From an optimization exercise on the open Yosys and OpenROAD flow, aimed at small area, a short achievable clock period and few clock cycles per item; shortcuts taken in it are not production practice.
In this exercise RTL edits were held to simulation tests only and were not proved equivalent to the original.
Power and IR drop assume default switching activity.

## flow/design.v (module list and top-level ports; edited modules follow where they fit)
// module fpu32_fa: 4 lines
// module fpu32_ha: 4 lines
// module fpu32_hai: 4 lines
// module olx_fpu32: 3255 lines
module olx_fpu32 (
    input  wire        clk,
    input  wire        rst,
    input  wire        in_valid,
    output wire        in_ready,
    input  wire [3:0]  in_op,
    input  wire [31:0] in_a,
    input  wire [31:0] in_b,
    input  wire [31:0] in_c,
    output reg         out_valid,
    output reg  [31:0] out_result
);
  // ...
==> flow/flow/run.sh <==
#!/bin/bash
# Standard layout (the standard.sh, all steps), with the port buffers that
# ORFS inserts during placement made of buf_2 cells instead of the default.
set -e
export BUFFER_PORTS_ARGS="-buffer_cell sky130_fd_sc_hd__buf_2"
bash standard.sh > standard_flow.log 2>&1
==> flow/standard.sh <==
#!/bin/bash
# synth_recipe.tcl (not shown) runs the flow's synth.tcl, then flattens the netlist and writes it again
# the make line also repeats each setting of config.mk as NAME=value (left out here)
make -C /OpenROAD-flow-scripts/flow DESIGN_CONFIG=/design/flow/config.mk WORK_HOME=/design/flow/orfs CLKGATE_MAP_FILE= SYNTH_SCRIPT=/design/flow/synth_recipe.tcl "${@:-finish}"
==> flow/config.mk <==
export PLATFORM = sky130hd
export DESIGN_NAME = olx_fpu32
export DESIGN_NICKNAME = olx_fpu32
export VERILOG_FILES = /design/flow/design.v
export SDC_FILE = /design/flow/constraint.sdc
export NUM_CORES = 4
export LEC_CHECK = 0
export CAP_MARGIN = 20
export CORE_MARGIN = 2
export CORE_UTILIZATION = 65
export PLACE_DENSITY = 0.75
export SLEW_MARGIN = 20
export SYNTH_HIERARCHICAL = 1
==> flow/constraint.sdc <==
create_clock -name core_clock -period 32.0 [get_ports {clk}]
set_input_delay 6.4000 -clock core_clock [delete_from_list [all_inputs] [get_ports {clk}]]
set_output_delay 6.4000 -clock core_clock [all_outputs]
set_load 0.01 [all_outputs]
==> run_results.csv, run 1 <==
group,metric,value,unit
power_and_ir_drop,p_sw,2.64,mW
critical_path,critPathBufInv,1,
sta,drv_slew,0,
place,place_ws,24.19,ns
status,status,"finished clean",
route,num_vias,38200,
floorplanning,core-area,64500,sq um
route,drt_iter0_drc,5552,
critical_path,cp_max_fo,1,
global_route,grt_use_met3,14.6,%
route,drc_errors,0,
synth,syn_nets,5705,
sta,timing.final.crit_period,7.46,ns
critical_path,worstRegToRegCells,24,
synth,async_reset_ff_share,0,%
synth,yosysMostFrequentCell,"nand2_1",
floorplanning,dieHeight,259,um
floorplanning,io_pins,137,
global_route,grt_util_all_layers,44.8,%
clocking,postCtsSetupRepairBufs,0,
power_and_ir_drop,power.group.top,"combinational logic",
route,drtPass1Iterations,7,
floorplanning,die_w,259,um
finish,multi_input_area_share,68.5,%
global_route,grt_pass1_vias,37500,
critical_path,path_cells,"buf_2",
run,drv_cap,0,
finish,utilization,70.1,%
worst_hold_path,hp-start,"es1[0]",
power_and_ir_drop,fin_total_pwr,5.13,mW
finish,buffers_excl_clock,211,
sta,fmax,0.134,GHz
synth,synth_fa_ha_area_share,32.0,%
synth,syn_area,42400,sq um
critical_path,crit_start,"out_result[30]",
Testbench counts, summed over its fixed seeds: cycles 80,016, items 80,000.
==> run 2: changes to the inputs <==
--- a/flow/design.v
+++ b/flow/design.v
@@ -68,34 +68,31 @@
     wire [7:0]  ec = {xc[7:1], xc[0] | xc_z};
     wire [8:0]  eab = {1'b0, ea} + {1'b0, eb};                    
     wire        p_tiny = (eab <= 9'd101);                          
     wire [10:0] sh_raw = {3'b0, xa} + {3'b0, xb} + {3'b111, ~xc} +
                          {10'b0, xa_z} + {10'b0, xb_z} + {10'b0, ~xc_z} - 11'd100;
     wire        sh_neg = sh_raw[10];
     wire [6:0]  sh = sh_neg ? 7'd0 : (sh_raw[9:7] != 3'b0) ? 7'd127 : sh_raw[6:0];
     wire [8:0]  es = sh_neg ? {1'b0, ec} - 9'd1 : eab - 9'd101;
-    wire        sh_big = ~sh_neg & (sh_raw[9:7] != 3'b0);
-    wire [100:0] cw = {mc, 77'b0} >> sh_raw[6:0];
-    wire [75:0] cwin = sh_neg ? {mc, 52'b0} : sh_big ? 76'd0 : cw[100:25];
+    wire [100:0] cw = {mc, 77'b0} >> sh;
     reg  [23:0] cmask;
     integer j;
     always @* begin
         for (j = 0; j < 24; j = j + 1)
             cmask[j] = (sh >= 53 + j);
     end
     wire        c_st = |(mc & cmask);
-    wire [76:0] c_al = {cwin, c_st};
+    wire [76:0] c_al = {cw[100:25], c_st};
     wire [77:0] crow_n = {1'b1, c_al ^ {77{~eff_sub}}};
-    wire [77:0] t_s, t_k;
+    wire [77:0] t_r0, t_r1;
     wire [23:0] u_csa_ma = ma;
     wire [23:0] u_csa_mb = mb;
-    wire [77:0] u_csa_crow = crow_n;
-    wire [77:0] u_csa_s;
-    wire [77:0] u_csa_k;
+    wire [77:0] u_csa_r0;
+    wire [77:0] u_csa_r1;
     wire u_csa_pp0_0 = ~(u_csa_ma[0] & u_csa_mb[0]);
     wire u_csa_pp0_1 = ~(u_csa_ma[1] & u_csa_mb[0]);
     wire u_csa_pp0_2 = ~(u_csa_ma[2] & u_csa_mb[0]);
     wire u_csa_pp0_3 = ~(u_csa_ma[3] & u_csa_mb[0]);
     wire u_csa_pp0_4 = ~(u_csa_ma[4] & u_csa_mb[0]);
     wire u_csa_pp0_5 = ~(u_csa_ma[5] & u_csa_mb[0]);
     wire u_csa_pp0_6 = ~(u_csa_ma[6] & u_csa_mb[0]);
     wire u_csa_pp0_7 = ~(u_csa_ma[7] & u_csa_mb[0]);
@@ -1674,266 +1671,174 @@
     wire u_csa_s1005, u_csa_c1006;
     fpu32_fa u_csa_us1005 (.a(u_csa_s837), .b(u_csa_c918), .c(u_csa_s919), .s(u_csa_s1005), .co(u_csa_c1006));
     wire u_csa_s1007, u_csa_c1008;
     fpu32_fa u_csa_us1007 (.a(u_csa_s839), .b(u_csa_c920), .c(u_csa_s921), .s(u_csa_s1007), .co(u_csa_c1008));
     wire u_csa_s1009, u_csa_c1010;
     fpu32_fa u_csa_us1009 (.a(u_csa_c840), .b(u_csa_c922), .c(u_csa_s923), .s(u_csa_s1009), .co(u_csa_c1010));
     wire u_csa_s1011, u_csa_c1012;
     fpu32_fa u_csa_us1011 (.a(u_csa_pp22_23), .b(u_csa_pp23_22), .c(u_csa_c924), .s(u_csa_s1011), .co(u_csa_c1012));
-    wire u_csa_s1013, u_csa_c1014;
-    fpu32_fa u_csa_us1013 (.a(u_csa_pp0_1), .b(u_csa_pp1_0), .c(u_csa_crow[4]), .s(u_csa_s1013), .co(u_csa_c1014));
-    wire u_csa_s1015, u_csa_c1016;
-    fpu32_fa u_csa_us1015 (.a(u_csa_pp2_0), .b(u_csa_s925), .c(u_csa_crow[5]), .s(u_csa_s1015), .co(u_csa_c1016));
-    wire u_csa_s1017, u_csa_c1018;
-    fpu32_fa u_csa_us1017 (.a(u_csa_c926), .b(u_csa_s927), .c(u_csa_crow[6]), .s(u_csa_s1017), .co(u_csa_c1018));
-    wire u_csa_s1019, u_csa_c1020;
-    fpu32_fa u_csa_us1019 (.a(u_csa_c928), .b(u_csa_s929), .c(u_csa_crow[7]), .s(u_csa_s1019), .co(u_csa_c1020));
-    wire u_csa_s1021, u_csa_c1022;
-    fpu32_fa u_csa_us1021 (.a(u_csa_c930), .b(u_csa_s931), .c(u_csa_crow[8]), .s(u_csa_s1021), .co(u_csa_c1022));
-    wire u_csa_s1023, u_csa_c1024;
-    fpu32_fa u_csa_us1023 (.a(u_csa_c932), .b(u_csa_s933), .c(u_csa_crow[9]), .s(u_csa_s1023), .co(u_csa_c1024));
-    wire u_csa_s1025, u_csa_c1026;
-    fpu32_fa u_csa_us1025 (.a(u_csa_c934), .b(u_csa_s935), .c(u_csa_crow[10]), .s(u_csa_s1025), .co(u_csa_c1026));
-    wire u_csa_s1027, u_csa_c1028;
-    fpu32_fa u_csa_us1027 (.a(u_csa_c936), .b(u_csa_s937), .c(u_csa_crow[11]), .s(u_csa_s1027), .co(u_csa_c1028));
-    wire u_csa_s1029, u_csa_c1030;
-    fpu32_fa u_csa_us1029 (.a(u_csa_c938), .b(u_csa_s939), .c(u_csa_crow[12]), .s(u_csa_s1029), .co(u_csa_c1030));
-    wire u_csa_s1031, u_csa_c1032;
-    fpu32_fa u_csa_us1031 (.a(u_csa_c940), .b(u_csa_s941), .c(u_csa_crow[13]), .s(u_csa_s1031), .co(u_csa_c1032));
-    wire u_csa_s1033, u_csa_c1034;
-    fpu32_fa u_csa_us1033 (.a(u_csa_c942), .b(u_csa_s943), .c(u_csa_crow[14]), .s(u_csa_s1033), .co(u_csa_c1034));
-    wire u_csa_s1035, u_csa_c1036;
-    fpu32_fa u_csa_us1035 (.a(u_csa_c944), .b(u_csa_s945), .c(u_csa_crow[15]), .s(u_csa_s1035), .co(u_csa_c1036));
-    wire u_csa_s1037, u_csa_c1038;
-    fpu32_fa u_csa_us1037 (.a(u_csa_c946), .b(u_csa_s947), .c(u_csa_crow[16]), .s(u_csa_s1037), .co(u_csa_c1038));
-    wire u_csa_s1039, u_csa_c1040;
-    fpu32_fa u_csa_us1039 (.a(u_csa_c948), .b(u_csa_s949), .c(u_csa_crow[17]), .s(u_csa_s1039), .co(u_csa_c1040));
-    wire u_csa_s1041, u_csa_c1042;
-    fpu32_fa u_csa_us1041 (.a(u_csa_c950), .b(u_csa_s951), .c(u_csa_crow[18]), .s(u_csa_s1041), .co(u_csa_c1042));
-    wire u_csa_s1043, u_csa_c1044;
-    fpu32_fa u_csa_us1043 (.a(u_csa_c952), .b(u_csa_s953), .c(u_csa_crow[19]), .s(u_csa_s1043), .co(u_csa_c1044));
-    wire u_csa_s1045, u_csa_c1046;
-    fpu32_fa u_csa_us1045 (.a(u_csa_c954), .b(u_csa_s955), .c(u_csa_crow[20]), .s(u_csa_s1045), .co(u_csa_c1046));
-    wire u_csa_s1047, u_csa_c1048;
-    fpu32_fa u_csa_us1047 (.a(u_csa_c956), .b(u_csa_s957), .c(u_csa_crow[21]), .s(u_csa_s1047), .co(u_csa_c1048));
-    wire u_csa_s1049, u_csa_c1050;
-    fpu32_fa u_csa_us1049 (.a(u_csa_c958), .b(u_csa_s959), .c(u_csa_crow[22]), .s(u_csa_s1049), .co(u_csa_c1050));
-    wire u_csa_s1051, u_csa_c1052;
-    fpu32_fa u_csa_us1051 (.a(u_csa_c960), .b(u_csa_s961), .c(u_csa_crow[23]), .s(u_csa_s1051), .co(u_csa_c1052));
-    wire u_csa_s1053, u_csa_c1054;
-    fpu32_fa u_csa_us1053 (.a(u_csa_c962), .b(u_csa_s963), .c(u_csa_crow[24]), .s(u_csa_s1053), .co(u_csa_c1054));
-    wire u_csa_s1055, u_csa_c1056;
-    fpu32_fa u_csa_us1055 (.a(u_csa_c964), .b(u_csa_s965), .c(u_csa_crow[25]), .s(u_csa_s1055), .co(u_csa_c1056));
-    wire u_csa_s1057, u_csa_c1058;
-    fpu32_fa u_csa_us1057 (.a(u_csa_c966), .b(u_csa_s967), .c(u_csa_crow[26]), .s(u_csa_s1057), .co(u_csa_c1058));
-    wire u_csa_s1059, u_csa_c1060;
-    fpu32_fa u_csa_us1059 (.a(u_csa_c968), .b(u_csa_s969), .c(u_csa_crow[27]), .s(u_csa_s1059), .co(u_csa_c1060));
-    wire u_csa_s1061, u_csa_c1062;
-    fpu32_fa u_csa_us1061 (.a(u_csa_c970), .b(u_csa_s971), .c(u_csa_crow[28]), .s(u_csa_s1061), .co(u_csa_c1062));
-    wire u_csa_s1063, u_csa_c1064;
-    fpu32_fa u_csa_us1063 (.a(u_csa_c972), .b(u_csa_s973), .c(u_csa_crow[29]), .s(u_csa_s1063), .co(u_csa_c1064));
-    wire u_csa_s1065, u_csa_c1066;
-    fpu32_fa u_csa_us1065 (.a(u_csa_c974), .b(u_csa_s975), .c(u_csa_crow[30]), .s(u_csa_s1065), .co(u_csa_c1066));
-    wire u_csa_s1067, u_csa_c1068;
-    fpu32_fa u_csa_us1067 (.a(u_csa_c976), .b(u_csa_s977), .c(u_csa_crow[31]), .s(u_csa_s1067), .co(u_csa_c1068));
-    wire u_csa_s1069, u_csa_c1070;
-    fpu32_fa u_csa_us1069 (.a(u_csa_c978), .b(u_csa_s979), .c(u_csa_crow[32]), .s(u_csa_s1069), .co(u_csa_c1070));
-    wire u_csa_s1071, u_csa_c1072;
-    fpu32_fa u_csa_us1071 (.a(u_csa_c980), .b(u_csa_s981), .c(u_csa_crow[33]), .s(u_csa_s1071), .co(u_csa_c1072));
-    wire u_csa_s1073, u_csa_c1074;
-    fpu32_fa u_csa_us1073 (.a(u_csa_c982), .b(u_csa_s983), .c(u_csa_crow[34]), .s(u_csa_s1073), .co(u_csa_c1074));
-    wire u_csa_s1075, u_csa_c1076;
-    fpu32_fa u_csa_us1075 (.a(u_csa_c984), .b(u_csa_s985), .c(u_csa_crow[35]), .s(u_csa_s1075), .co(u_csa_c1076));
-    wire u_csa_s1077, u_csa_c1078;
-    fpu32_fa u_csa_us1077 (.a(u_csa_c986), .b(u_csa_s987), .c(u_csa_crow[36]), .s(u_csa_s1077), .co(u_csa_c1078));
-    wire u_csa_s1079, u_csa_c1080;
-    fpu32_fa u_csa_us1079 (.a(u_csa_c988), .b(u_csa_s989), .c(u_csa_crow[37]), .s(u_csa_s1079), .co(u_csa_c1080));
-    wire u_csa_s1081, u_csa_c1082;
-    fpu32_fa u_csa_us1081 (.a(u_csa_c990), .b(u_csa_s991), .c(u_csa_crow[38]), .s(u_csa_s1081), .co(u_csa_c1082));
-    wire u_csa_s1083, u_csa_c1084;
-    fpu32_fa u_csa_us1083 (.a(u_csa_c992), .b(u_csa_s993), .c(u_csa_crow[39]), .s(u_csa_s1083), .co(u_csa_c1084));
-    wire u_csa_s1085, u_csa_c1086;
-    fpu32_fa u_csa_us1085 (.a(u_csa_c994), .b(u_csa_s995), .c(u_csa_crow[40]), .s(u_csa_s1085), .co(u_csa_c1086));
-    wire u_csa_s1087, u_csa_c1088;
-    fpu32_fa u_csa_us1087 (.a(u_csa_c996), .b(u_csa_s997), .c(u_csa_crow[41]), .s(u_csa_s1087), .co(u_csa_c1088));
-    wire u_csa_s1089, u_csa_c1090;
-    fpu32_fa u_csa_us1089 (.a(u_csa_c998), .b(u_csa_s999), .c(u_csa_crow[42]), .s(u_csa_s1089), .co(u_csa_c1090));
-    wire u_csa_s1091, u_csa_c1092;
-    fpu32_fa u_csa_us1091 (.a(u_csa_c1000), .b(u_csa_s1001), .c(u_csa_crow[43]), .s(u_csa_s1091), .co(u_csa_c1092));
-    wire u_csa_s1093, u_csa_c1094;
-    fpu32_fa u_csa_us1093 (.a(u_csa_c1002), .b(u_csa_s1003), .c(u_csa_crow[44]), .s(u_csa_s1093), .co(u_csa_c1094));
-    wire u_csa_s1095, u_csa_c1096;
-    fpu32_fa u_csa_us1095 (.a(u_csa_c1004), .b(u_csa_s1005), .c(u_csa_crow[45]), .s(u_csa_s1095), .co(u_csa_c1096));
-    wire u_csa_s1097, u_csa_c1098;
-    fpu32_fa u_csa_us1097 (.a(u_csa_c1006), .b(u_csa_s1007), .c(u_csa_crow[46]), .s(u_csa_s1097), .co(u_csa_c1098));
-    wire u_csa_s1099, u_csa_c1100;
-    fpu32_fa u_csa_us1099 (.a(u_csa_c1008), .b(u_csa_s1009), .c(u_csa_crow[47]), .s(u_csa_s1099), .co(u_csa_c1100));
-    wire u_csa_s1101, u_csa_c1102;
-    fpu32_fa u_csa_us1101 (.a(u_csa_c1010), .b(u_csa_s1011), .c(u_csa_crow[48]), .s(u_csa_s1101), .co(u_csa_c1102));
-    wire u_csa_s1103, u_csa_c1104;
-    fpu32_fa u_csa_us1103 (.a(u_csa_pp23_23), .b(u_csa_c1012), .c(u_csa_crow[49]), .s(u_csa_s1103), .co(u_csa_c1104));
-    assign u_csa_s[0] = u_csa_crow[0];
-    assign u_csa_k[0] = 1'b1;
-    assign u_csa_s[1] = u_csa_crow[1];
-    assign u_csa_k[1] = 1'b1;
-    assign u_csa_s[2] = u_csa_crow[2];
-    assign u_csa_k[2] = 1'b1;
-    assign u_csa_s[3] = u_csa_pp0_0;
-    assign u_csa_k[3] = u_csa_crow[3];
-    assign u_csa_s[4] = u_csa_s1013;
-    assign u_csa_k[4] = 1'b1;
-    assign u_csa_s[5] = u_csa_s1015;
-    assign u_csa_k[5] = u_csa_c1014;
-    assign u_csa_s[6] = u_csa_s1017;
-    assign u_csa_k[6] = u_csa_c1016;
-    assign u_csa_s[7] = u_csa_s1019;
-    assign u_csa_k[7] = u_csa_c1018;
-    assign u_csa_s[8] = u_csa_s1021;
-    assign u_csa_k[8] = u_csa_c1020;
-    assign u_csa_s[9] = u_csa_s1023;
-    assign u_csa_k[9] = u_csa_c1022;
-    assign u_csa_s[10] = u_csa_s1025;
-    assign u_csa_k[10] = u_csa_c1024;
-    assign u_csa_s[11] = u_csa_s1027;
-    assign u_csa_k[11] = u_csa_c1026;
-    assign u_csa_s[12] = u_csa_s1029;
-    assign u_csa_k[12] = u_csa_c1028;
-    assign u_csa_s[13] = u_csa_s1031;
-    assign u_csa_k[13] = u_csa_c1030;
-    assign u_csa_s[14] = u_csa_s1033;
-    assign u_csa_k[14] = u_csa_c1032;
-    assign u_csa_s[15] = u_csa_s1035;
-    assign u_csa_k[15] = u_csa_c1034;
-    assign u_csa_s[16] = u_csa_s1037;
-    assign u_csa_k[16] = u_csa_c1036;
-    assign u_csa_s[17] = u_csa_s1039;
-    assign u_csa_k[17] = u_csa_c1038;
-    assign u_csa_s[18] = u_csa_s1041;
-    assign u_csa_k[18] = u_csa_c1040;
-    assign u_csa_s[19] = u_csa_s1043;
-    assign u_csa_k[19] = u_csa_c1042;
-    assign u_csa_s[20] = u_csa_s1045;
-    assign u_csa_k[20] = u_csa_c1044;
-    assign u_csa_s[21] = u_csa_s1047;
-    assign u_csa_k[21] = u_csa_c1046;
-    assign u_csa_s[22] = u_csa_s1049;
-    assign u_csa_k[22] = u_csa_c1048;
-    assign u_csa_s[23] = u_csa_s1051;
-    assign u_csa_k[23] = u_csa_c1050;
-    assign u_csa_s[24] = u_csa_s1053;
-    assign u_csa_k[24] = u_csa_c1052;
-    assign u_csa_s[25] = u_csa_s1055;
-    assign u_csa_k[25] = u_csa_c1054;
-    assign u_csa_s[26] = u_csa_s1057;
-    assign u_csa_k[26] = u_csa_c1056;
-    assign u_csa_s[27] = u_csa_s1059;
-    assign u_csa_k[27] = u_csa_c1058;
-    assign u_csa_s[28] = u_csa_s1061;
-    assign u_csa_k[28] = u_csa_c1060;
-    assign u_csa_s[29] = u_csa_s1063;
-    assign u_csa_k[29] = u_csa_c1062;
-    assign u_csa_s[30] = u_csa_s1065;
-    assign u_csa_k[30] = u_csa_c1064;
-    assign u_csa_s[31] = u_csa_s1067;
-    assign u_csa_k[31] = u_csa_c1066;
-    assign u_csa_s[32] = u_csa_s1069;
-    assign u_csa_k[32] = u_csa_c1068;
-    assign u_csa_s[33] = u_csa_s1071;
-    assign u_csa_k[33] = u_csa_c1070;
-    assign u_csa_s[34] = u_csa_s1073;
-    assign u_csa_k[34] = u_csa_c1072;
-    assign u_csa_s[35] = u_csa_s1075;
-    assign u_csa_k[35] = u_csa_c1074;
-    assign u_csa_s[36] = u_csa_s1077;
-    assign u_csa_k[36] = u_csa_c1076;
-    assign u_csa_s[37] = u_csa_s1079;
-    assign u_csa_k[37] = u_csa_c1078;
-    assign u_csa_s[38] = u_csa_s1081;
-    assign u_csa_k[38] = u_csa_c1080;
-    assign u_csa_s[39] = u_csa_s1083;
-    assign u_csa_k[39] = u_csa_c1082;
-    assign u_csa_s[40] = u_csa_s1085;
-    assign u_csa_k[40] = u_csa_c1084;
-    assign u_csa_s[41] = u_csa_s1087;
-    assign u_csa_k[41] = u_csa_c1086;
-    assign u_csa_s[42] = u_csa_s1089;
-    assign u_csa_k[42] = u_csa_c1088;
-    assign u_csa_s[43] = u_csa_s1091;
-    assign u_csa_k[43] = u_csa_c1090;
-    assign u_csa_s[44] = u_csa_s1093;
-    assign u_csa_k[44] = u_csa_c1092;
-    assign u_csa_s[45] = u_csa_s1095;
-    assign u_csa_k[45] = u_csa_c1094;
-    assign u_csa_s[46] = u_csa_s1097;
-    assign u_csa_k[46] = u_csa_c1096;
-    assign u_csa_s[47] = u_csa_s1099;
-    assign u_csa_k[47] = u_csa_c1098;
-    assign u_csa_s[48] = u_csa_s1101;
-    assign u_csa_k[48] = u_csa_c1100;
-    assign u_csa_s[49] = u_csa_s1103;
-    assign u_csa_k[49] = u_csa_c1102;
-    assign u_csa_s[50] = u_csa_crow[50];
-    assign u_csa_k[50] = u_csa_c1104;
-    assign u_csa_s[51] = u_csa_crow[51];
-    assign u_csa_k[51] = 1'b1;
-    assign u_csa_s[52] = u_csa_crow[52];
-    assign u_csa_k[52] = 1'b1;
-    assign u_csa_s[53] = u_csa_crow[53];
-    assign u_csa_k[53] = 1'b1;
-    assign u_csa_s[54] = u_csa_crow[54];
-    assign u_csa_k[54] = 1'b1;
-    assign u_csa_s[55] = u_csa_crow[55];
-    assign u_csa_k[55] = 1'b1;
-    assign u_csa_s[56] = u_csa_crow[56];
-    assign u_csa_k[56] = 1'b1;
-    assign u_csa_s[57] = u_csa_crow[57];
-    assign u_csa_k[57] = 1'b1;
-    assign u_csa_s[58] = u_csa_crow[58];
-    assign u_csa_k[58] = 1'b1;
-    assign u_csa_s[59] = u_csa_crow[59];
-    assign u_csa_k[59] = 1'b1;
-    assign u_csa_s[60] = u_csa_crow[60];
-    assign u_csa_k[60] = 1'b1;
-    assign u_csa_s[61] = u_csa_crow[61];
-    assign u_csa_k[61] = 1'b1;
-    assign u_csa_s[62] = u_csa_crow[62];
-    assign u_csa_k[62] = 1'b1;
-    assign u_csa_s[63] = u_csa_crow[63];
-    assign u_csa_k[63] = 1'b1;
-    assign u_csa_s[64] = u_csa_crow[64];
-    assign u_csa_k[64] = 1'b1;
-    assign u_csa_s[65] = u_csa_crow[65];
-    assign u_csa_k[65] = 1'b1;
-    assign u_csa_s[66] = u_csa_crow[66];
-    assign u_csa_k[66] = 1'b1;
-    assign u_csa_s[67] = u_csa_crow[67];
-    assign u_csa_k[67] = 1'b1;
-    assign u_csa_s[68] = u_csa_crow[68];
-    assign u_csa_k[68] = 1'b1;
-    assign u_csa_s[69] = u_csa_crow[69];
-    assign u_csa_k[69] = 1'b1;
-    assign u_csa_s[70] = u_csa_crow[70];
-    assign u_csa_k[70] = 1'b1;
-    assign u_csa_s[71] = u_csa_crow[71];
-    assign u_csa_k[71] = 1'b1;
-    assign u_csa_s[72] = u_csa_crow[72];
-    assign u_csa_k[72] = 1'b1;
-    assign u_csa_s[73] = u_csa_crow[73];
-    assign u_csa_k[73] = 1'b1;
-    assign u_csa_s[74] = u_csa_crow[74];
-    assign u_csa_k[74] = 1'b1;
-    assign u_csa_s[75] = u_csa_crow[75];
-    assign u_csa_k[75] = 1'b1;
-    assign u_csa_s[76] = u_csa_crow[76];
-    assign u_csa_k[76] = 1'b1;
-    assign u_csa_s[77] = u_csa_crow[77];
-    assign u_csa_k[77] = 1'b1;
-    assign t_s = u_csa_s;
-    assign t_k = u_csa_k;
+    assign u_csa_r0[0] = 1'b1;
+    assign u_csa_r1[0] = 1'b1;
+    assign u_csa_r0[1] = 1'b1;
+    assign u_csa_r1[1] = 1'b1;
+    assign u_csa_r0[2] = 1'b1;
+    assign u_csa_r1[2] = 1'b1;
+    assign u_csa_r0[3] = u_csa_pp0_0;
+    assign u_csa_r1[3] = 1'b1;
+    assign u_csa_r0[4] = u_csa_pp0_1;
+    assign u_csa_r1[4] = u_csa_pp1_0;
+    assign u_csa_r0[5] = u_csa_pp2_0;
+    assign u_csa_r1[5] = u_csa_s925;
+    assign u_csa_r0[6] = u_csa_c926;
+    assign u_csa_r1[6] = u_csa_s927;
+    assign u_csa_r0[7] = u_csa_c928;
+    assign u_csa_r1[7] = u_csa_s929;
+    assign u_csa_r0[8] = u_csa_c930;
+    assign u_csa_r1[8] = u_csa_s931;
+    assign u_csa_r0[9] = u_csa_c932;
+    assign u_csa_r1[9] = u_csa_s933;
+    assign u_csa_r0[10] = u_csa_c934;
+    assign u_csa_r1[10] = u_csa_s935;
+    assign u_csa_r0[11] = u_csa_c936;
+    assign u_csa_r1[11] = u_csa_s937;
+    assign u_csa_r0[12] = u_csa_c938;
+    assign u_csa_r1[12] = u_csa_s939;
+    assign u_csa_r0[13] = u_csa_c940;
+    assign u_csa_r1[13] = u_csa_s941;
+    assign u_csa_r0[14] = u_csa_c942;
+    assign u_csa_r1[14] = u_csa_s943;
+    assign u_csa_r0[15] = u_csa_c944;
+    assign u_csa_r1[15] = u_csa_s945;
+    assign u_csa_r0[16] = u_csa_c946;
+    assign u_csa_r1[16] = u_csa_s947;
+    assign u_csa_r0[17] = u_csa_c948;
+    assign u_csa_r1[17] = u_csa_s949;
+    assign u_csa_r0[18] = u_csa_c950;
+    assign u_csa_r1[18] = u_csa_s951;
+    assign u_csa_r0[19] = u_csa_c952;
+    assign u_csa_r1[19] = u_csa_s953;
+    assign u_csa_r0[20] = u_csa_c954;
+    assign u_csa_r1[20] = u_csa_s955;
+    assign u_csa_r0[21] = u_csa_c956;
+    assign u_csa_r1[21] = u_csa_s957;
+    assign u_csa_r0[22] = u_csa_c958;
+    assign u_csa_r1[22] = u_csa_s959;
+    assign u_csa_r0[23] = u_csa_c960;
+    assign u_csa_r1[23] = u_csa_s961;
+    assign u_csa_r0[24] = u_csa_c962;
+    assign u_csa_r1[24] = u_csa_s963;
+    assign u_csa_r0[25] = u_csa_c964;
+    assign u_csa_r1[25] = u_csa_s965;
+    assign u_csa_r0[26] = u_csa_c966;
+    assign u_csa_r1[26] = u_csa_s967;
+    assign u_csa_r0[27] = u_csa_c968;
+    assign u_csa_r1[27] = u_csa_s969;
+    assign u_csa_r0[28] = u_csa_c970;
+    assign u_csa_r1[28] = u_csa_s971;
+    assign u_csa_r0[29] = u_csa_c972;
+    assign u_csa_r1[29] = u_csa_s973;
+    assign u_csa_r0[30] = u_csa_c974;
+    assign u_csa_r1[30] = u_csa_s975;
+    assign u_csa_r0[31] = u_csa_c976;
+    assign u_csa_r1[31] = u_csa_s977;
+    assign u_csa_r0[32] = u_csa_c978;
+    assign u_csa_r1[32] = u_csa_s979;
+    assign u_csa_r0[33] = u_csa_c980;
+    assign u_csa_r1[33] = u_csa_s981;
+    assign u_csa_r0[34] = u_csa_c982;
+    assign u_csa_r1[34] = u_csa_s983;
+    assign u_csa_r0[35] = u_csa_c984;
+    assign u_csa_r1[35] = u_csa_s985;
+    assign u_csa_r0[36] = u_csa_c986;
+    assign u_csa_r1[36] = u_csa_s987;
+    assign u_csa_r0[37] = u_csa_c988;
+    assign u_csa_r1[37] = u_csa_s989;
+    assign u_csa_r0[38] = u_csa_c990;
+    assign u_csa_r1[38] = u_csa_s991;
+    assign u_csa_r0[39] = u_csa_c992;
+    assign u_csa_r1[39] = u_csa_s993;
+    assign u_csa_r0[40] = u_csa_c994;
+    assign u_csa_r1[40] = u_csa_s995;
+    assign u_csa_r0[41] = u_csa_c996;
+    assign u_csa_r1[41] = u_csa_s997;
+    assign u_csa_r0[42] = u_csa_c998;
+    assign u_csa_r1[42] = u_csa_s999;
+    assign u_csa_r0[43] = u_csa_c1000;
+    assign u_csa_r1[43] = u_csa_s1001;
+    assign u_csa_r0[44] = u_csa_c1002;
+    assign u_csa_r1[44] = u_csa_s1003;
+    assign u_csa_r0[45] = u_csa_c1004;
+    assign u_csa_r1[45] = u_csa_s1005;
+    assign u_csa_r0[46] = u_csa_c1006;
+    assign u_csa_r1[46] = u_csa_s1007;
+    assign u_csa_r0[47] = u_csa_c1008;
+    assign u_csa_r1[47] = u_csa_s1009;
+    assign u_csa_r0[48] = u_csa_c1010;
+    assign u_csa_r1[48] = u_csa_s1011;
+    assign u_csa_r0[49] = u_csa_pp23_23;
+    assign u_csa_r1[49] = u_csa_c1012;
+    assign u_csa_r0[50] = 1'b1;
+    assign u_csa_r1[50] = 1'b1;
+    assign u_csa_r0[51] = 1'b1;
+    assign u_csa_r1[51] = 1'b1;
+    assign u_csa_r0[52] = 1'b1;
+    assign u_csa_r1[52] = 1'b1;
+    assign u_csa_r0[53] = 1'b1;
+    assign u_csa_r1[53] = 1'b1;
+    assign u_csa_r0[54] = 1'b1;
+    assign u_csa_r1[54] = 1'b1;
+    assign u_csa_r0[55] = 1'b1;
+    assign u_csa_r1[55] = 1'b1;
+    assign u_csa_r0[56] = 1'b1;
+    assign u_csa_r1[56] = 1'b1;
+    assign u_csa_r0[57] = 1'b1;
+    assign u_csa_r1[57] = 1'b1;
+    assign u_csa_r0[58] = 1'b1;
+    assign u_csa_r1[58] = 1'b1;
+    assign u_csa_r0[59] = 1'b1;
+    assign u_csa_r1[59] = 1'b1;
+    assign u_csa_r0[60] = 1'b1;
+    assign u_csa_r1[60] = 1'b1;
+    assign u_csa_r0[61] = 1'b1;
+    assign u_csa_r1[61] = 1'b1;
+    assign u_csa_r0[62] = 1'b1;
+    assign u_csa_r1[62] = 1'b1;
+    assign u_csa_r0[63] = 1'b1;
+    assign u_csa_r1[63] = 1'b1;
+    assign u_csa_r0[64] = 1'b1;
+    assign u_csa_r1[64] = 1'b1;
+    assign u_csa_r0[65] = 1'b1;
+    assign u_csa_r1[65] = 1'b1;
+    assign u_csa_r0[66] = 1'b1;
+    assign u_csa_r1[66] = 1'b1;
+    assign u_csa_r0[67] = 1'b1;
+    assign u_csa_r1[67] = 1'b1;
+    assign u_csa_r0[68] = 1'b1;
+    assign u_csa_r1[68] = 1'b1;
+    assign u_csa_r0[69] = 1'b1;
+    assign u_csa_r1[69] = 1'b1;
+    assign u_csa_r0[70] = 1'b1;
+    assign u_csa_r1[70] = 1'b1;
+    assign u_csa_r0[71] = 1'b1;
+    assign u_csa_r1[71] = 1'b1;
+    assign u_csa_r0[72] = 1'b1;
+    assign u_csa_r1[72] = 1'b1;
+    assign u_csa_r0[73] = 1'b1;
+    assign u_csa_r1[73] = 1'b1;
+    assign u_csa_r0[74] = 1'b1;
+    assign u_csa_r1[74] = 1'b1;
+    assign u_csa_r0[75] = 1'b1;
+    assign u_csa_r1[75] = 1'b1;
+    assign u_csa_r0[76] = 1'b1;
+    assign u_csa_r1[76] = 1'b1;
+    assign u_csa_r0[77] = 1'b1;
+    assign u_csa_r1[77] = 1'b1;
+    assign t_r0 = u_csa_r0;
+    assign t_r1 = u_csa_r1;
     wire p_nan  = a_nan | b_nan | (a_inf & b_zero) | (b_inf & a_zero);
     wire p_inf  = a_inf | b_inf;
     wire p_zero = a_zero | b_zero;
     reg  [31:0] fspec;
     reg         fspec_sel;
     always @* begin
         fspec_sel = 1'b1;
         if (p_nan | c_nan)
@@ -2223,34 +2128,291 @@
             OP_FLE:  oth = {31'd0, fle};
             OP_FNEG: oth = {~a0[31], a0[30:0]};
             default: oth = {1'b0, a0[30:0]};
         endcase
     end
     wire        spec_sel1 = ~op_fma | fspec_sel;
     wire [31:0] spec_val1 = op_fma ? fspec : oth;
     reg        v1;
-    reg [77:0] s1, k1;
+    reg [77:0] r0_1, r1_1, crow1;    
     reg        sp1, sub1;
     reg [8:0]  es1;
     reg        ssel1;
     reg [31:0] sval1;
     always @(posedge clk) begin
         v1    <= v0 & ~rst;
-        s1    <= t_s;
-        k1    <= t_k;
+        r0_1  <= t_r0;
+        r1_1  <= t_r1;
+        crow1 <= crow_n;
         sp1   <= sp;
         sub1  <= eff_sub;
         es1   <= es;
         ssel1 <= spec_sel1;
         sval1 <= spec_val1;
     end
+    wire [77:0] t_s, t_k;
+    wire [77:0] u_c32_r0 = r0_1;
+    wire [77:0] u_c32_r1 = r1_1;
+    wire [77:0] u_c32_crow = crow1;
+    wire [77:0] u_c32_s;
+    wire [77:0] u_c32_k;
+    wire u_c32_s100001, u_c32_c100002;
+    fpu32_fa u_c32_us100001 (.a(u_c32_r0[4]), .b(u_c32_r1[4]), .c(u_c32_crow[4]), .s(u_c32_s100001), .co(u_c32_c100002));
+    wire u_c32_s100003, u_c32_c100004;
+    fpu32_fa u_c32_us100003 (.a(u_c32_r0[5]), .b(u_c32_r1[5]), .c(u_c32_crow[5]), .s(u_c32_s100003), .co(u_c32_c100004));
+    wire u_c32_s100005, u_c32_c100006;
+    fpu32_fa u_c32_us100005 (.a(u_c32_r0[6]), .b(u_c32_r1[6]), .c(u_c32_crow[6]), .s(u_c32_s100005), .co(u_c32_c100006));
+    wire u_c32_s100007, u_c32_c100008;
+    fpu32_fa u_c32_us100007 (.a(u_c32_r0[7]), .b(u_c32_r1[7]), .c(u_c32_crow[7]), .s(u_c32_s100007), .co(u_c32_c100008));
+    wire u_c32_s100009, u_c32_c100010;
+    fpu32_fa u_c32_us100009 (.a(u_c32_r0[8]), .b(u_c32_r1[8]), .c(u_c32_crow[8]), .s(u_c32_s100009), .co(u_c32_c100010));
+    wire u_c32_s100011, u_c32_c100012;
+    fpu32_fa u_c32_us100011 (.a(u_c32_r0[9]), .b(u_c32_r1[9]), .c(u_c32_crow[9]), .s(u_c32_s100011), .co(u_c32_c100012));
+    wire u_c32_s100013, u_c32_c100014;
+    fpu32_fa u_c32_us100013 (.a(u_c32_r0[10]), .b(u_c32_r1[10]), .c(u_c32_crow[10]), .s(u_c32_s100013), .co(u_c32_c100014));
+    wire u_c32_s100015, u_c32_c100016;
+    fpu32_fa u_c32_us100015 (.a(u_c32_r0[11]), .b(u_c32_r1[11]), .c(u_c32_crow[11]), .s(u_c32_s100015), .co(u_c32_c100016));
+    wire u_c32_s100017, u_c32_c100018;
+    fpu32_fa u_c32_us100017 (.a(u_c32_r0[12]), .b(u_c32_r1[12]), .c(u_c32_crow[12]), .s(u_c32_s100017), .co(u_c32_c100018));
+    wire u_c32_s100019, u_c32_c100020;
+    fpu32_fa u_c32_us100019 (.a(u_c32_r0[13]), .b(u_c32_r1[13]), .c(u_c32_crow[13]), .s(u_c32_s100019), .co(u_c32_c100020));
+    wire u_c32_s100021, u_c32_c100022;
+    fpu32_fa u_c32_us100021 (.a(u_c32_r0[14]), .b(u_c32_r1[14]), .c(u_c32_crow[14]), .s(u_c32_s100021), .co(u_c32_c100022));
+    wire u_c32_s100023, u_c32_c100024;
+    fpu32_fa u_c32_us100023 (.a(u_c32_r0[15]), .b(u_c32_r1[15]), .c(u_c32_crow[15]), .s(u_c32_s100023), .co(u_c32_c100024));
+    wire u_c32_s100025, u_c32_c100026;
+    fpu32_fa u_c32_us100025 (.a(u_c32_r0[16]), .b(u_c32_r1[16]), .c(u_c32_crow[16]), .s(u_c32_s100025), .co(u_c32_c100026));
+    wire u_c32_s100027, u_c32_c100028;
+    fpu32_fa u_c32_us100027 (.a(u_c32_r0[17]), .b(u_c32_r1[17]), .c(u_c32_crow[17]), .s(u_c32_s100027), .co(u_c32_c100028));
+    wire u_c32_s100029, u_c32_c100030;
+    fpu32_fa u_c32_us100029 (.a(u_c32_r0[18]), .b(u_c32_r1[18]), .c(u_c32_crow[18]), .s(u_c32_s100029), .co(u_c32_c100030));
+    wire u_c32_s100031, u_c32_c100032;
+    fpu32_fa u_c32_us100031 (.a(u_c32_r0[19]), .b(u_c32_r1[19]), .c(u_c32_crow[19]), .s(u_c32_s100031), .co(u_c32_c100032));
+    wire u_c32_s100033, u_c32_c100034;
+    fpu32_fa u_c32_us100033 (.a(u_c32_r0[20]), .b(u_c32_r1[20]), .c(u_c32_crow[20]), .s(u_c32_s100033), .co(u_c32_c100034));
+    wire u_c32_s100035, u_c32_c100036;
+    fpu32_fa u_c32_us100035 (.a(u_c32_r0[21]), .b(u_c32_r1[21]), .c(u_c32_crow[21]), .s(u_c32_s100035), .co(u_c32_c100036));
+    wire u_c32_s100037, u_c32_c100038;
+    fpu32_fa u_c32_us100037 (.a(u_c32_r0[22]), .b(u_c32_r1[22]), .c(u_c32_crow[22]), .s(u_c32_s100037), .co(u_c32_c100038));
+    wire u_c32_s100039, u_c32_c100040;
+    fpu32_fa u_c32_us100039 (.a(u_c32_r0[23]), .b(u_c32_r1[23]), .c(u_c32_crow[23]), .s(u_c32_s100039), .co(u_c32_c100040));
+    wire u_c32_s100041, u_c32_c100042;
+    fpu32_fa u_c32_us100041 (.a(u_c32_r0[24]), .b(u_c32_r1[24]), .c(u_c32_crow[24]), .s(u_c32_s100041), .co(u_c32_c100042));
+    wire u_c32_s100043, u_c32_c100044;
+    fpu32_fa u_c32_us100043 (.a(u_c32_r0[25]), .b(u_c32_r1[25]), .c(u_c32_crow[25]), .s(u_c32_s100043), .co(u_c32_c100044));
+    wire u_c32_s100045, u_c32_c100046;
+    fpu32_fa u_c32_us100045 (.a(u_c32_r0[26]), .b(u_c32_r1[26]), .c(u_c32_crow[26]), .s(u_c32_s100045), .co(u_c32_c100046));
+    wire u_c32_s100047, u_c32_c100048;
+    fpu32_fa u_c32_us100047 (.a(u_c32_r0[27]), .b(u_c32_r1[27]), .c(u_c32_crow[27]), .s(u_c32_s100047), .co(u_c32_c100048));
+    wire u_c32_s100049, u_c32_c100050;
+    fpu32_fa u_c32_us100049 (.a(u_c32_r0[28]), .b(u_c32_r1[28]), .c(u_c32_crow[28]), .s(u_c32_s100049), .co(u_c32_c100050));
+    wire u_c32_s100051, u_c32_c100052;
+    fpu32_fa u_c32_us100051 (.a(u_c32_r0[29]), .b(u_c32_r1[29]), .c(u_c32_crow[29]), .s(u_c32_s100051), .co(u_c32_c100052));
+    wire u_c32_s100053, u_c32_c100054;
+    fpu32_fa u_c32_us100053 (.a(u_c32_r0[30]), .b(u_c32_r1[30]), .c(u_c32_crow[30]), .s(u_c32_s100053), .co(u_c32_c100054));
+    wire u_c32_s100055, u_c32_c100056;
+    fpu32_fa u_c32_us100055 (.a(u_c32_r0[31]), .b(u_c32_r1[31]), .c(u_c32_crow[31]), .s(u_c32_s100055), .co(u_c32_c100056));
+    wire u_c32_s100057, u_c32_c100058;
+    fpu32_fa u_c32_us100057 (.a(u_c32_r0[32]), .b(u_c32_r1[32]), .c(u_c32_crow[32]), .s(u_c32_s100057), .co(u_c32_c100058));
+    wire u_c32_s100059, u_c32_c100060;
+    fpu32_fa u_c32_us100059 (.a(u_c32_r0[33]), .b(u_c32_r1[33]), .c(u_c32_crow[33]), .s(u_c32_s100059), .co(u_c32_c100060));
+    wire u_c32_s100061, u_c32_c100062;
+    fpu32_fa u_c32_us100061 (.a(u_c32_r0[34]), .b(u_c32_r1[34]), .c(u_c32_crow[34]), .s(u_c32_s100061), .co(u_c32_c100062));
+    wire u_c32_s100063, u_c32_c100064;
+    fpu32_fa u_c32_us100063 (.a(u_c32_r0[35]), .b(u_c32_r1[35]), .c(u_c32_crow[35]), .s(u_c32_s100063), .co(u_c32_c100064));
+    wire u_c32_s100065, u_c32_c100066;
+    fpu32_fa u_c32_us100065 (.a(u_c32_r0[36]), .b(u_c32_r1[36]), .c(u_c32_crow[36]), .s(u_c32_s100065), .co(u_c32_c100066));
+    wire u_c32_s100067, u_c32_c100068;
+    fpu32_fa u_c32_us100067 (.a(u_c32_r0[37]), .b(u_c32_r1[37]), .c(u_c32_crow[37]), .s(u_c32_s100067), .co(u_c32_c100068));
+    wire u_c32_s100069, u_c32_c100070;
+    fpu32_fa u_c32_us100069 (.a(u_c32_r0[38]), .b(u_c32_r1[38]), .c(u_c32_crow[38]), .s(u_c32_s100069), .co(u_c32_c100070));
+    wire u_c32_s100071, u_c32_c100072;
+    fpu32_fa u_c32_us100071 (.a(u_c32_r0[39]), .b(u_c32_r1[39]), .c(u_c32_crow[39]), .s(u_c32_s100071), .co(u_c32_c100072));
+    wire u_c32_s100073, u_c32_c100074;
+    fpu32_fa u_c32_us100073 (.a(u_c32_r0[40]), .b(u_c32_r1[40]), .c(u_c32_crow[40]), .s(u_c32_s100073), .co(u_c32_c100074));
+    wire u_c32_s100075, u_c32_c100076;
+    fpu32_fa u_c32_us100075 (.a(u_c32_r0[41]), .b(u_c32_r1[41]), .c(u_c32_crow[41]), .s(u_c32_s100075), .co(u_c32_c100076));
+    wire u_c32_s100077, u_c32_c100078;
+    fpu32_fa u_c32_us100077 (.a(u_c32_r0[42]), .b(u_c32_r1[42]), .c(u_c32_crow[42]), .s(u_c32_s100077), .co(u_c32_c100078));
+    wire u_c32_s100079, u_c32_c100080;
+    fpu32_fa u_c32_us100079 (.a(u_c32_r0[43]), .b(u_c32_r1[43]), .c(u_c32_crow[43]), .s(u_c32_s100079), .co(u_c32_c100080));
+    wire u_c32_s100081, u_c32_c100082;
+    fpu32_fa u_c32_us100081 (.a(u_c32_r0[44]), .b(u_c32_r1[44]), .c(u_c32_crow[44]), .s(u_c32_s100081), .co(u_c32_c100082));
+    wire u_c32_s100083, u_c32_c100084;
+    fpu32_fa u_c32_us100083 (.a(u_c32_r0[45]), .b(u_c32_r1[45]), .c(u_c32_crow[45]), .s(u_c32_s100083), .co(u_c32_c100084));
+    wire u_c32_s100085, u_c32_c100086;
+    fpu32_fa u_c32_us100085 (.a(u_c32_r0[46]), .b(u_c32_r1[46]), .c(u_c32_crow[46]), .s(u_c32_s100085), .co(u_c32_c100086));
+    wire u_c32_s100087, u_c32_c100088;
+    fpu32_fa u_c32_us100087 (.a(u_c32_r0[47]), .b(u_c32_r1[47]), .c(u_c32_crow[47]), .s(u_c32_s100087), .co(u_c32_c100088));
+    wire u_c32_s100089, u_c32_c100090;
+    fpu32_fa u_c32_us100089 (.a(u_c32_r0[48]), .b(u_c32_r1[48]), .c(u_c32_crow[48]), .s(u_c32_s100089), .co(u_c32_c100090));
+    wire u_c32_s100091, u_c32_c100092;
+    fpu32_fa u_c32_us100091 (.a(u_c32_r0[49]), .b(u_c32_r1[49]), .c(u_c32_crow[49]), .s(u_c32_s100091), .co(u_c32_c100092));
+    assign u_c32_s[0] = u_c32_crow[0];
+    assign u_c32_k[0] = 1'b1;
+    assign u_c32_s[1] = u_c32_crow[1];
+    assign u_c32_k[1] = 1'b1;
+    assign u_c32_s[2] = u_c32_crow[2];
+    assign u_c32_k[2] = 1'b1;
+    assign u_c32_s[3] = u_c32_r0[3];
+    assign u_c32_k[3] = u_c32_crow[3];
+    assign u_c32_s[4] = u_c32_s100001;
+    assign u_c32_k[4] = 1'b1;
+    assign u_c32_s[5] = u_c32_s100003;
+    assign u_c32_k[5] = u_c32_c100002;
+    assign u_c32_s[6] = u_c32_s100005;
+    assign u_c32_k[6] = u_c32_c100004;
+    assign u_c32_s[7] = u_c32_s100007;
+    assign u_c32_k[7] = u_c32_c100006;
+    assign u_c32_s[8] = u_c32_s100009;
+    assign u_c32_k[8] = u_c32_c100008;
+    assign u_c32_s[9] = u_c32_s100011;
+    assign u_c32_k[9] = u_c32_c100010;
+    assign u_c32_s[10] = u_c32_s100013;
+    assign u_c32_k[10] = u_c32_c100012;
+    assign u_c32_s[11] = u_c32_s100015;
+    assign u_c32_k[11] = u_c32_c100014;
+    assign u_c32_s[12] = u_c32_s100017;
+    assign u_c32_k[12] = u_c32_c100016;
+    assign u_c32_s[13] = u_c32_s100019;
+    assign u_c32_k[13] = u_c32_c100018;
+    assign u_c32_s[14] = u_c32_s100021;
+    assign u_c32_k[14] = u_c32_c100020;
+    assign u_c32_s[15] = u_c32_s100023;
+    assign u_c32_k[15] = u_c32_c100022;
+    assign u_c32_s[16] = u_c32_s100025;
+    assign u_c32_k[16] = u_c32_c100024;
+    assign u_c32_s[17] = u_c32_s100027;
+    assign u_c32_k[17] = u_c32_c100026;
+    assign u_c32_s[18] = u_c32_s100029;
+    assign u_c32_k[18] = u_c32_c100028;
+    assign u_c32_s[19] = u_c32_s100031;
+    assign u_c32_k[19] = u_c32_c100030;
+    assign u_c32_s[20] = u_c32_s100033;
+    assign u_c32_k[20] = u_c32_c100032;
+    assign u_c32_s[21] = u_c32_s100035;
+    assign u_c32_k[21] = u_c32_c100034;
+    assign u_c32_s[22] = u_c32_s100037;
+    assign u_c32_k[22] = u_c32_c100036;
+    assign u_c32_s[23] = u_c32_s100039;
+    assign u_c32_k[23] = u_c32_c100038;
+    assign u_c32_s[24] = u_c32_s100041;
+    assign u_c32_k[24] = u_c32_c100040;
+    assign u_c32_s[25] = u_c32_s100043;
+    assign u_c32_k[25] = u_c32_c100042;
+    assign u_c32_s[26] = u_c32_s100045;
+    assign u_c32_k[26] = u_c32_c100044;
+    assign u_c32_s[27] = u_c32_s100047;
+    assign u_c32_k[27] = u_c32_c100046;
+    assign u_c32_s[28] = u_c32_s100049;
+    assign u_c32_k[28] = u_c32_c100048;
+    assign u_c32_s[29] = u_c32_s100051;
+    assign u_c32_k[29] = u_c32_c100050;
+    assign u_c32_s[30] = u_c32_s100053;
+    assign u_c32_k[30] = u_c32_c100052;
+    assign u_c32_s[31] = u_c32_s100055;
+    assign u_c32_k[31] = u_c32_c100054;
+    assign u_c32_s[32] = u_c32_s100057;
+    assign u_c32_k[32] = u_c32_c100056;
+    assign u_c32_s[33] = u_c32_s100059;
+    assign u_c32_k[33] = u_c32_c100058;
+    assign u_c32_s[34] = u_c32_s100061;
+    assign u_c32_k[34] = u_c32_c100060;
+    assign u_c32_s[35] = u_c32_s100063;
+    assign u_c32_k[35] = u_c32_c100062;
+    assign u_c32_s[36] = u_c32_s100065;
+    assign u_c32_k[36] = u_c32_c100064;
+    assign u_c32_s[37] = u_c32_s100067;
+    assign u_c32_k[37] = u_c32_c100066;
+    assign u_c32_s[38] = u_c32_s100069;
+    assign u_c32_k[38] = u_c32_c100068;
+    assign u_c32_s[39] = u_c32_s100071;
+    assign u_c32_k[39] = u_c32_c100070;
+    assign u_c32_s[40] = u_c32_s100073;
+    assign u_c32_k[40] = u_c32_c100072;
+    assign u_c32_s[41] = u_c32_s100075;
+    assign u_c32_k[41] = u_c32_c100074;
+    assign u_c32_s[42] = u_c32_s100077;
+    assign u_c32_k[42] = u_c32_c100076;
+    assign u_c32_s[43] = u_c32_s100079;
+    assign u_c32_k[43] = u_c32_c100078;
+    assign u_c32_s[44] = u_c32_s100081;
+    assign u_c32_k[44] = u_c32_c100080;
+    assign u_c32_s[45] = u_c32_s100083;
+    assign u_c32_k[45] = u_c32_c100082;
+    assign u_c32_s[46] = u_c32_s100085;
+    assign u_c32_k[46] = u_c32_c100084;
+    assign u_c32_s[47] = u_c32_s100087;
+    assign u_c32_k[47] = u_c32_c100086;
+    assign u_c32_s[48] = u_c32_s100089;
+    assign u_c32_k[48] = u_c32_c100088;
+    assign u_c32_s[49] = u_c32_s100091;
+    assign u_c32_k[49] = u_c32_c100090;
+    assign u_c32_s[50] = u_c32_crow[50];
+    assign u_c32_k[50] = u_c32_c100092;
+    assign u_c32_s[51] = u_c32_crow[51];
+    assign u_c32_k[51] = 1'b1;
+    assign u_c32_s[52] = u_c32_crow[52];
+    assign u_c32_k[52] = 1'b1;
+    assign u_c32_s[53] = u_c32_crow[53];
+    assign u_c32_k[53] = 1'b1;
+    assign u_c32_s[54] = u_c32_crow[54];
+    assign u_c32_k[54] = 1'b1;
+    assign u_c32_s[55] = u_c32_crow[55];
+    assign u_c32_k[55] = 1'b1;
+    assign u_c32_s[56] = u_c32_crow[56];
+    assign u_c32_k[56] = 1'b1;
+    assign u_c32_s[57] = u_c32_crow[57];
+    assign u_c32_k[57] = 1'b1;
+    assign u_c32_s[58] = u_c32_crow[58];
+    assign u_c32_k[58] = 1'b1;
+    assign u_c32_s[59] = u_c32_crow[59];
+    assign u_c32_k[59] = 1'b1;
+    assign u_c32_s[60] = u_c32_crow[60];
+    assign u_c32_k[60] = 1'b1;
+    assign u_c32_s[61] = u_c32_crow[61];
+    assign u_c32_k[61] = 1'b1;
+    assign u_c32_s[62] = u_c32_crow[62];
+    assign u_c32_k[62] = 1'b1;
+    assign u_c32_s[63] = u_c32_crow[63];
+    assign u_c32_k[63] = 1'b1;
+    assign u_c32_s[64] = u_c32_crow[64];
+    assign u_c32_k[64] = 1'b1;
+    assign u_c32_s[65] = u_c32_crow[65];
+    assign u_c32_k[65] = 1'b1;
+    assign u_c32_s[66] = u_c32_crow[66];
+    assign u_c32_k[66] = 1'b1;
+    assign u_c32_s[67] = u_c32_crow[67];
+    assign u_c32_k[67] = 1'b1;
+    assign u_c32_s[68] = u_c32_crow[68];
+    assign u_c32_k[68] = 1'b1;
+    assign u_c32_s[69] = u_c32_crow[69];
+    assign u_c32_k[69] = 1'b1;
+    assign u_c32_s[70] = u_c32_crow[70];
+    assign u_c32_k[70] = 1'b1;
+    assign u_c32_s[71] = u_c32_crow[71];
+    assign u_c32_k[71] = 1'b1;
+    assign u_c32_s[72] = u_c32_crow[72];
+    assign u_c32_k[72] = 1'b1;
+    assign u_c32_s[73] = u_c32_crow[73];
+    assign u_c32_k[73] = 1'b1;
+    assign u_c32_s[74] = u_c32_crow[74];
+    assign u_c32_k[74] = 1'b1;
+    assign u_c32_s[75] = u_c32_crow[75];
+    assign u_c32_k[75] = 1'b1;
+    assign u_c32_s[76] = u_c32_crow[76];
+    assign u_c32_k[76] = 1'b1;
+    assign u_c32_s[77] = u_c32_crow[77];
+    assign u_c32_k[77] = 1'b1;
+    assign t_s = u_c32_s;
+    assign t_k = u_c32_k;
     wire [78:0] sum0, sum1;
-    wire [77:0] u_add_a = ~s1;
-    wire [77:0] u_add_b = ~k1;
+    wire [77:0] u_add_a = ~t_s;
+    wire [77:0] u_add_b = ~t_k;
     wire [78:0] u_add_sum0;
     wire [78:0] u_add_sum1;
     wire [77:0] u_add_g0 = u_add_a & u_add_b;
     wire [77:0] u_add_p0 = u_add_a ^ u_add_b;
     wire u_add_gg1 = u_add_g0[1] | (u_add_p0[1] & u_add_g0[0]);
     wire u_add_pp1 = u_add_p0[1] & u_add_p0[0];
     wire u_add_gg2 = u_add_g0[3] | (u_add_p0[3] & u_add_g0[2]);
     wire u_add_pp2 = u_add_p0[3] & u_add_p0[2];
@@ -2856,19 +3018,32 @@
     assign u_add_sum1[77] = u_add_p0[77] ^ (u_add_cg77 | u_add_cp77);
     assign u_add_sum0[78] = u_add_cg78;
     assign u_add_sum1[78] = u_add_cg78 | u_add_cp78;
     assign sum0 = u_add_sum0;
     assign sum1 = u_add_sum1;
     wire        pos = sum1[77];
     wire [76:0] xm = ~sub1 ? sum0[76:0] : pos ? sum1[76:0] : ~sum0[76:0];
     wire        sres = sp1 ^ (sub1 & ~pos);
-    wire [6:0]  lz;
-    wire        nz;
-    wire [76:0] u_lzc_x = xm;
+    wire        nz = |xm;
+    reg        v2;
+    reg [76:0] x2;
+    reg [8:0]  es2;
+    reg        sres2;
+    reg        ssel2;
+    always @(posedge clk) begin
+        v2    <= v1 & ~rst;
+        x2    <= ssel1 ? {45'd0, sval1} : xm;
+        es2   <= es1;
+        sres2 <= sres;
+        ssel2 <= ssel1 | ~nz;
+    end
+    wire [6:0]  lz2;
+    wire        nz2;
+    wire [76:0] u_lzc_x = x2;
     wire [6:0] u_lzc_z;
     wire  u_lzc_nz;
     wire [127:0] u_lzc_xp = {u_lzc_x, 1'b1, 50'b0};
     wire u_lzc_v0_0 = u_lzc_xp[1] | u_lzc_xp[0];
     wire [0:0] u_lzc_z0_0 = ~u_lzc_xp[1];
     wire u_lzc_v0_1 = u_lzc_xp[3] | u_lzc_xp[2];
     wire [0:0] u_lzc_z0_1 = ~u_lzc_xp[3];
     wire u_lzc_v0_2 = u_lzc_xp[5] | u_lzc_xp[4];
@@ -3118,32 +3293,18 @@
     wire u_lzc_v5_0 = u_lzc_v4_1 | u_lzc_v4_0;
     wire [5:0] u_lzc_z5_0 = u_lzc_v4_1 ? {1'b0, u_lzc_z4_1} : {1'b1, u_lzc_z4_0};
     wire u_lzc_v5_1 = u_lzc_v4_3 | u_lzc_v4_2;
     wire [5:0] u_lzc_z5_1 = u_lzc_v4_3 ? {1'b0, u_lzc_z4_3} : {1'b1, u_lzc_z4_2};
     wire u_lzc_v6_0 = u_lzc_v5_1 | u_lzc_v5_0;
     wire [6:0] u_lzc_z6_0 = u_lzc_v5_1 ? {1'b0, u_lzc_z5_1} : {1'b1, u_lzc_z5_0};
     assign u_lzc_z = u_lzc_z6_0;
     assign u_lzc_nz = |u_lzc_x;
-    assign lz = u_lzc_z;
-    assign nz = u_lzc_nz;
-    reg        v2;
-    reg [76:0] x2;
-    reg [6:0]  lz2;
-    reg [8:0]  es2;
-    reg        sres2;
-    reg        ssel2;
-    always @(posedge clk) begin
-        v2    <= v1 & ~rst;
-        x2    <= ssel1 ? {45'd0, sval1} : xm;
-        lz2   <= lz;
-        es2   <= es1;
-        sres2 <= sres;
-        ssel2 <= ssel1 | ~nz;
-    end
+    assign lz2 = u_lzc_z;
+    assign nz2 = u_lzc_nz;
     wire [9:0]  eb3 = {1'b0, es2} - {3'b0, lz2};    
     wire        normal = ~eb3[9];
     wire [6:0]  nsh = ssel2 ? 7'd52 : normal ? lz2 : es2[6:0];
     wire [76:0] y6 = nsh[6] ? {x2[12:0], 64'b0} : x2;
     wire [76:0] y5 = nsh[5] ? {y6[44:0], 32'b0} : y6;
     wire [76:0] y4 = nsh[4] ? {y5[60:0], 16'b0} : y5;
     wire [76:0] y3 = nsh[3] ? {y4[68:0], 8'b0}  : y4;
     wire [76:0] y2 = nsh[2] ? {y3[72:0], 4'b0}  : y3;
==> run_results.csv, run 2 <==
group,metric,value,unit
status,status,"finished clean",
sta,max_slew_margin,18.7,%
route,drt_iter0_drc,6314,
sta,fmax,0.130,GHz
global_route,grt_pass1_wl,244000,um
floorplanning,die_w,264,um
synth,synth_edf_count,0,
clocking,postCtsSetupRepairBufs,0,
floorplanning,io_pins,137,
route,wl_met1,60700,um
synth,synthTopCellsByArea,"fa_1 25%, dfxtp_1 22%, nand2_1 7.4%",
critical_path,endpoint_kind,"flip-flop",
critical_path,cp_max_fo,40,
route,antenna_left,0,
critical_path,r2r_slack,24.28,ns
synth,syn_avg_cell_area,8.70,sq um
synth,yosysMostFrequentCell,"nand2_1",
place,hpwl,119000,um
finish,utilization,70.0,%
synth,yosysWarnings,7,
critical_path,cp-start-kind,"flip-flop",
floorplanning,dieHeight,264,um
synth,yosysSeqAreaShare,21.8,%
synth,syn_area,44100,sq um
sta,setup_slack,24.28,ns
clocking,clk_latency,0.66,ns
clocking,root_buffer,"clkbuf_16",
clocking,cts_made_buffers,51,
sta,clock-skew-final,0.0594,ns
synth,syn_inst,5062,
clocking,ctsResizeCount,0,
sta,rsz0062_at_grt,"false",
sta,fin_setup_tns,0,ns
synth,yosysTopAreaCellShare,25.4,%
finish,final_cell_mix,"873 x nand2_1, 559 x fa_1, 461 x dfxtp_1",
critical_path,cp_top_family,"compound AO/OA/AOI/OAI gates",
floorplanning,floorplan.initialDensity,65.6,%
critical_path,worstSetupPathType,"reg -> reg",
critical_path,cpPeakStageDelay,0.81,ns
critical_path,crit_required,32.45,ns
power_and_ir_drop,leakage,19.0,nW
route,wl_met3,25000,um
worst_hold_path,hold_path.class,"reg -> reg",
finish,regArea,9610,sq um
synth,synth_top_area_cell,"fa_1",
route,wl_per_cell,27.7,um
synth,ys_ff_latch,479,
place,post-place-cells,5798,
route,drc_errors,0,
finish,final_common_cell,"nand2_1",
floorplanning,die_area,69900,sq um
finish,num-nets-final,5826,
clocking,ctsHoldBuffers,0,
route,vias_per_cell,6.89,
sta,drv_slew,0,
sta,hold_viol,0,
global_route,grt_util_all_layers,46.1,%
run,drv_cap,0,
synth,async_reset_ff_share,0,%
clocking,cts_tree,"built",
place,gp_congestion,1.09,
critical_path,cp.arrival,8.16,ns
place,place_ws,24.21,ns
synth,synth_commonest_cells,"873 x nand2_1, 559 x fa_1, 479 x dfxtp_1",
route,num_vias,40600,
sta,finalCritPeriodShare,24.1,%
sta,worstMarginPinSlew,1.21,ns
sta,finalSetupViolCount,0,
power_and_ir_drop,powerDensity,130,nW/um^2
clocking,htreeDepth,2,
finish,reg_top3,"crow1 (77), x2 (77), r0_1 (47)",
finish,final_cell_count_no_fill,5894,
floorplanning,rows,95,
sta,timing.final.crit_period,7.72,ns
finish,nFillCells,5242,
critical_path,cp_slowest_cell,"a211oi_1",
finish,multiInputGateArea,31900,sq um
critical_path,critPathBufInv,3,
global_route,grt_pass1_vias,40100,
global_route,grt_overflow,0,
global_route,grt_max_degree,67,
synth,ys.flop_type,"dfxtp_1",
floorplanning,core-area,67200,sq um
critical_path,path_cells,"inv_1 > ha_1 > fa_1 > inv_1 > fa_1 > fa_1 > a211oi_1 > o21ai_0 > a211oi_1 > a31oi_1 > o32a_1 > buf_4 > o21ai_2 > mux2_2 > a211oi_1 > o22ai_1 > nor2_1 > o22ai_1 > xnor2_1",
synth,syn_nets,5910,
route,wl_met2,67600,um
route,wl,163000,um
route,top_layer_used,"met5",
route,drtPass1Iterations,8,
place,io_buffers,135,
clocking,numClockSinks,479,
power_and_ir_drop,irDropWorstVdd,0.0944,mV
clocking,clkTransAtPathRegs,0.06,ns
clocking,cts_buffer_depth,3,
finish,area_growth,6.72,%
synth,yosysUniqueCellTypes,96,
finish,drive_gt1_share,8.45,%
global_route,antenna_found_initial,15,
[run 2: cell count changes after synthesis, moves of 14 or more]
| cell | previous run | this run |
|---|---|---|
| and2_1 | 19 | 63 |
| a21oi_1 | 223 | 262 |
| dfxtp_1 | 440 | 479 |
| nor4_1 | 44 | 76 |
| a22oi_1 | 61 | 30 |
| inv_1 | 375 | 344 |
| o21ai_0 | 202 | 228 |
| a221o_1 | 12 | 35 |
| a222oi_1 | 23 | 0 |
| nand2_1 | 852 | 873 |
| nand3_1 | 63 | 81 |
| nor2b_1 | 64 | 50 |
| nor3_1 | 80 | 94 |
[run 2: where the power goes]
part	internal (mW)	leakage [nW]	switching, mW
clock	0.384	0.919	0.281
combinational	1.59	14.1	2.73
sequential	0.842	4.02	0.271
total	2.81	19.0	3.28
[run 2: layout make-up]
| type | instances | area share, % |
|---|---|---|
| diodes | 2 | 0.0106 |
| clock buffers | 63 | 2.98 |
| clock inverters | 31 | 1.02 |
| inverters | 347 | 2.77 |
| multi-input cells | 3890 | 67.8 |
| flip-flops and latches | 479 | 20.4 |
| well taps | 873 | 2.32 |
| repair buffers | 209 | 2.62 |
[run 2: cells by family after synthesis]
kind of cell / count (synthesis) / synth area share [%]
and+or+nand+nor: 1737 / 17.9
DFF: 479 / 21.8
adders and majority gates: 746 / 30.7
muxes: 170 / 4.02
other: 1 / 0.00851
buffers and inverters: 693 / 6.06
AOI/OAI and AO/OA: 1038 / 15.6
xor gates and xnor gates: 198 / 3.94
[run 2: layer usage]
| metal | GRT usage [%] | vias up |
|---|---|---|
| met4 | 23.4 | 12 |
| met2 | 66.1 | 3327 |
| met1 | 61.6 | 19400 |
| met3 | 16.9 | 815 |
| li1 | - | 17100 |
| met5 | 0 | - |
[run 2: worst register-to-register path, cell delays in order, from the launching register on]
cell and delay, ns:
dfxtp_1 0.46, inv_1 0.09, ha_1 0.35, fa_1 0.50, inv_1 0.05, fa_1 0.42
fa_1 0.48, a211oi_1 0.31, o21ai_0 0.14, a211oi_1 0.56, a31oi_1 0.30, o32a_1 0.34
buf_4 0.27, o21ai_2 0.80, mux2_2 0.42, a211oi_1 0.81, o22ai_1 0.16, nor2_1 0.28
o22ai_1 0.23, xnor2_1 0.55
[run 2: path summary, 6_finish.rpt]
check | start | to | depth (start not counted)
hold reg to reg | sres2 | sres3 | 0
setup reg to reg | b0[23] | crow1[10] | 19
hold / removal | sres2 | sres3 | 0
setup / recovery | b0[23] | crow1[10] | 19
[run 2: modules after synthesis (local to each module, per instance)]
module / cell area, sq um / copies in the design
olx_fpu32: 32800 / 1
fpu32_hai: 27.5 / 23
fpu32_fa: 20.0 / 529
[run 2: stage by stage]
| stage | hold WS [ns] | power [mW] | cell area [sq um] |
|---|---|---|---|
| 2_1_floorplan | 0.310 | 3.77 | 44100 |
| 3_3_place_gp | 0.311 | 5.14 | 45100 |
| 3_5_place_dp | 0.312 | 5.19 | 45100 |
| 4_1_cts | 0.326 | 5.88 | 47000 |
| 5_1_grt | 0.330 | 6.40 | 47000 |
| 6_report | 0.325 | 6.09 | 47000 |
Testbench counts of run 2, summed over its fixed seeds: cycles 80,016, items 80,000.

[afterwards: timing with drivers on the ports]
Ports are ideal in the flow. The routed layouts listed here were re-timed in OpenROAD. Step 1, drivers: a clkbuf_16 drives clk and a buf_2 each remaining input, both assumed. Step 2 adds t to the input delays and takes it off the output delays; t is the mean of the earliest and latest rising clock arrival at the registers after step 1. Input paths then give back, and output paths get back, about the clock's delay inside the block. Three values: ideal, step 1, step 2; two values: the first two.
run | t, ns | setup slack, ns | worst hold slack (ns)
run 1 | 0.672 | 24.538 / 24.470 / 24.424 | 0.329 / 0.329 / 0.329
run 2 | 0.704 | 24.283 / 24.283 / 24.283 | 0.325 / 0.325 / 0.325
After both steps setup and hold are still met in every run listed. The setup slack of run 1, which loses most, moves by -0.068 ns with the drivers and by -0.114 ns with both steps.
